Source: an optimization exercise on an open RTL-to-GDS flow (aim: small area). Production flows keep margins and buffers that such runs may drop.
The RTL was checked by simulation tests, not by an equivalence proof against the original design.
Power figures rest on the tool's default switching activity, not on a simulated workload.

Setup of build 95:
## rng_health
module rng_health (
  input  wire        clk,
  input  wire        rst,         
  input  wire        sample,      
  input  wire [3:0]  bits,        
  input  wire [3:0]  src_en,      
  input  wire        restart,     
  input  wire        tick,        
  output wire [7:0]  state,       
  output wire [7:0]  last_fail,   
  output wire [63:0] fails,       
  output wire [63:0] bias,        
  output wire [63:0] corr         
);
clock: 20.0 ns
lec_check: 0
cap_margin: 20
core_margin: 2
core_utilization: 40
slew_margin: 20
standard.sh (not shown) runs the stock make flow with config.mk's settings and CLKGATE_MAP_FILE= SYNTH_SCRIPT=/design/flow/synth_recipe.tcl, a recipe that flattens the netlist after the stock synthesis.
==> flow/flow/run.sh <==
#!/bin/bash
# The standard layout, with each port buffered by the smallest buffer cell.
set -euo pipefail
export BUFFER_PORTS_ARGS="-buffer_cell sky130_fd_sc_hd__buf_1"
bash standard.sh > standard.log 2>&1
Changes in build 49 relative to build 95:
- putting CTS_BUF_LIST at sky130_fd_sc_hd__clkbuf_4 where nothing was set
==> flow/run.sh (new file) <==
#!/bin/bash
# synth_recipe.tcl (not shown) runs the flow's synth.tcl, then flattens the netlist and writes it again
# the make line also repeats each setting of config.mk as NAME=value (left out here)
make -C /OpenROAD-flow-scripts/flow DESIGN_CONFIG=/design/flow/config.mk WORK_HOME=/design/flow/orfs CLKGATE_MAP_FILE= SYNTH_SCRIPT=/design/flow/synth_recipe.tcl finish
removed: flow/flow/run.sh
removed: flow/standard.sh
--- outcome ---
- Compared with build 95, build 49 degrades final hold slack.
- Reported for build 49 and build 95, number of nets in the synthesized netlist turned out identical to the last digit.
- Build 49: overall power of the completed layout about 1.3% below build 95
- Build 49 vs build 95: switching power up by a few percent
- Build 49: fraction of standard cell area in multi-input logic is 1.4 points lower than what build 95 reported.
- Number of non-clock inverters in the layout essentially unchanged between build 95 and build 49.
Input changes introduced in build 25 (baseline for comparison: build 49):
- CTS_BUF_LIST: sky130_fd_sc_hd__clkbuf_4 -> unset
==> flow/flow/run.sh (new file) <==
#!/bin/bash
# The standard layout, with each port buffered by the smallest buffer cell and
# a clock tree of larger sink clusters without dummy loads.
set -euo pipefail
export BUFFER_PORTS_ARGS="-buffer_cell sky130_fd_sc_hd__buf_1"
export CTS_ARGS="-sink_clustering_enable -repair_clock_nets -sink_clustering_size 30 -sink_clustering_max_diameter 60 -buf_list sky130_fd_sc_hd__clkbuf_16 -dont_use_dummy_load"
bash standard.sh > standard.log 2>&1
==> flow/standard.sh (new file) <==
#!/bin/bash
# synth_recipe.tcl (not shown) runs the flow's synth.tcl, then flattens the netlist and writes it again
# the make line also repeats each setting of config.mk as NAME=value (left out here)
make -C /OpenROAD-flow-scripts/flow DESIGN_CONFIG=/design/flow/config.mk WORK_HOME=/design/flow/orfs CLKGATE_MAP_FILE= SYNTH_SCRIPT=/design/flow/synth_recipe.tcl "${@:-finish}"
removed: flow/run.sh
--- outcome ---
Delta (build 25 minus build 49): fraction of standard cell area that is sequential climbed 6.9 points, combinational cell fraction of total power climbed 0.7 points, clock latency at the later pin of the worst-skew pair dropped 0.23 ns, die extent in y barely changed.
[inputs] build 9 vs build 25
==> flow/flow/run.sh <==
#!/bin/bash
# The standard layout, with each port buffered by the smallest buffer cell and
# a clock tree of larger sink clusters without dummy loads.
set -euo pipefail
export BUFFER_PORTS_ARGS="-buffer_cell sky130_fd_sc_hd__buf_1"
export CTS_ARGS="-sink_clustering_enable -repair_clock_nets -sink_clustering_size 16 -sink_clustering_max_diameter 60 -buf_list sky130_fd_sc_hd__clkbuf_8 -dont_use_dummy_load"
bash standard.sh > standard.log 2>&1
- In the flow results for build 9 and build 25, the share of cell area taken by flip-flops and latches is smaller on build 25.
- On headroom to the max-slew limit, build 25 tracks build 9 almost exactly.
- In the flow results for build 9 and build 25, the portion of total power attributed to the clock network is smaller on build 9.
- On final instance area: between build 9 and build 25, it ends up lower for build 9.
- Going from build 25 to build 9, the clock power was found to have gone down by about 12%.
- Smallest setup slack after layout across build 9 and build 25: no real change.
- Build 9: utilization after layout is 0.36 points lower than what build 25 reported.

rng_health, a different RTL version from the one above (not shown whole).
Size in the first run: about 940 cells after synthesis.
export LEC_CHECK = 0
export CAP_MARGIN = 20
export CORE_MARGIN = 2
export CORE_UTILIZATION = 80
export SLEW_MARGIN = 20
create_clock -name core_clock -period 20.0 [get_ports {clk}]
==> flow/flow/run.sh <==
#!/bin/bash
# The standard layout, with each port buffered by the smallest buffer cell and
# a clock tree of larger sink clusters without dummy loads.
set -euo pipefail
export BUFFER_PORTS_ARGS="-buffer_cell sky130_fd_sc_hd__buf_1"
export CTS_ARGS="-sink_clustering_enable -repair_clock_nets -sink_clustering_size 16 -sink_clustering_max_diameter 40 -buf_list sky130_fd_sc_hd__clkbuf_8 -dont_use_dummy_load"
bash standard.sh > standard.log 2>&1
Edit:
--- a/flow/flow/run.sh
+++ b/flow/flow/run.sh
@@ -6 +6 @@
-export CTS_ARGS="-sink_clustering_enable -repair_clock_nets -sink_clustering_size 16 -sink_clustering_max_diameter 40 -buf_list sky130_fd_sc_hd__clkbuf_8 -dont_use_dummy_load"
+export CTS_ARGS="-sink_clustering_enable -repair_clock_nets -sink_clustering_size 10 -sink_clustering_max_diameter 40 -buf_list sky130_fd_sc_hd__clkbuf_4 -dont_use_dummy_load"
What happened:
- The new run produced a clean layout
- power drops by 3.5%
- clock power drops by 12%
- cell area drops by 0.77%

run A:
rng_health, a different RTL version from the one above (not shown whole).
Size in the first run: roughly 1100 cells after synthesis, ~490 flip-flops, ~220 I/O pins, ~15000 um2 of cells after synthesis.
Settings: LEC_CHECK=0, CAP_MARGIN=20, CORE_MARGIN=2, CORE_UTILIZATION=80, SLEW_MARGIN=20; clock period 20.0 ns.
==> flow/flow/run.sh <==
#!/bin/bash
# The standard layout, with each port buffered by the smallest buffer cell and
# a clock tree of larger sink clusters without dummy loads.
set -euo pipefail
export BUFFER_PORTS_ARGS="-buffer_cell sky130_fd_sc_hd__buf_1"
export CTS_ARGS="-sink_clustering_enable -repair_clock_nets -sink_clustering_size 10 -sink_clustering_max_diameter 40 -buf_list sky130_fd_sc_hd__clkbuf_4 -dont_use_dummy_load"
bash standard.sh > standard.log 2>&1
### run A -> run B
==> flow/flow/run.sh <==
#!/bin/bash
# The standard layout, with each port buffered by the smallest buffer cell and
# a clock tree of larger sink clusters without dummy loads.
set -euo pipefail
export BUFFER_PORTS_ARGS="-buffer_cell sky130_fd_sc_hd__buf_1"
export CTS_ARGS="-sink_clustering_enable -repair_clock_nets -sink_clustering_size 20 -sink_clustering_max_diameter 40 -buf_list sky130_fd_sc_hd__clkbuf_8 -dont_use_dummy_load"
bash standard.sh > standard.log 2>&1
--- outcome ---
Changes observed in run B relative to run A: post-route antenna net violation count about even, depth of the most critical reg-to-reg path about even. Run B — first-pass GRT wire length about 2.5% higher, run A as reference. In the tables for run B and run A, met3 track demand over resource in global routing reads higher with run A. In the reports for run B and run A, the smaller proportion of layout cells with a drive suffix above 1 belongs to run B. The post-layout minimum cycle time of run B exceeds that of run A by 28 ps. ~same total placed cells including tap cells in run B and run A. Run B leaves less setup margin than run A.
The inputs of run C differ from those of run B as listed below.
==> flow/flow/run.sh <==
#!/bin/bash
# The standard layout, with each port buffered by the smallest buffer cell and
# a clock tree of larger sink clusters without dummy loads.
set -euo pipefail
export BUFFER_PORTS_ARGS="-buffer_cell sky130_fd_sc_hd__buf_1"
export CTS_ARGS="-sink_clustering_enable -repair_clock_nets -sink_clustering_size 10 -sink_clustering_max_diameter 40 -buf_list sky130_fd_sc_hd__clkbuf_4 -dont_use_dummy_load"
bash standard.sh > standard.log 2>&1
--- a/flow/config.mk
+++ b/flow/config.mk
@@ -9,3 +9,3 @@
 export CORE_MARGIN = 2
-export CORE_UTILIZATION = 80
+export CORE_UTILIZATION = 65
 export SLEW_MARGIN = 20
[summary]
Relative to run B, the post-route fraction of the period consumed by the critical path of run C is lower by 0.97 points.
Per the comparison of run C with run B, detailed placement HPWL has decreased; CTS clock-pin slew for the worst setup and hold paths has decreased; worst-case vdd ir drop has decreased.
Of run C and run B, the lower total length of routed met3 wires belongs to run C.
Biggest fanout along the worst timing path delta for run C relative to run B: 48 lower
[inputs] run D vs run C
--- a/flow/config.mk
+++ b/flow/config.mk
@@ -9,3 +9,3 @@
 export CORE_MARGIN = 2
-export CORE_UTILIZATION = 65
+export CORE_UTILIZATION = 90
 export SLEW_MARGIN = 20
FAIL run D @ detailed placement: tool exited with error. Per the comparison of run D with run C, placer congestion estimate down 0.0050; netlist area before placement flat; synthesized cell count flat.

[port drivers added, routing unchanged]
In the flow no input, the clock included, has a driving cell. The finished layouts below were timed again as built, in two steps. Step 1 sets driving cells, clkbuf_16 on the clock port and buf_2 on the other inputs (assumed; they add their load-dependent delay and slew). Step 2 also shifts input and output timing later by t, the mid clock arrival at the registers, as if the neighbouring blocks saw the same clock. Slacks: ideal ports / drivers / drivers and shift; pairs: ideal ports / drivers.
| run | shift t [ns] | slack for setup (ns) | pins driven straight from the clock port |
|---|---|---|---|
| build 95 | 0.627 | 14.587 / 14.533 / 14.880 | 1 |
| build 49 | 0.834 | 13.998 / 13.947 / 14.466 | 1 |
| build 25 | 0.616 | 14.602 / 14.550 / 14.885 | 1 |
| build 9 | 0.606 | 14.600 / 14.549 / 14.910 | 1 |
| the first run of note 2 | 0.586 | 13.676 / 13.637 / 14.222 | 1 |
| the second run of note 2 | 0.725 | 13.409 / 13.370 / 14.095 | 1 |
| run A | 0.704 | 13.469 / 13.429 / 13.676 | 1 |
| run B | 0.584 | 13.441 / 13.441 / 13.441 | 1 |
| run C | 0.722 | 13.636 / 13.592 / 14.034 | 1 |
After both steps every run listed still meets setup and hold.
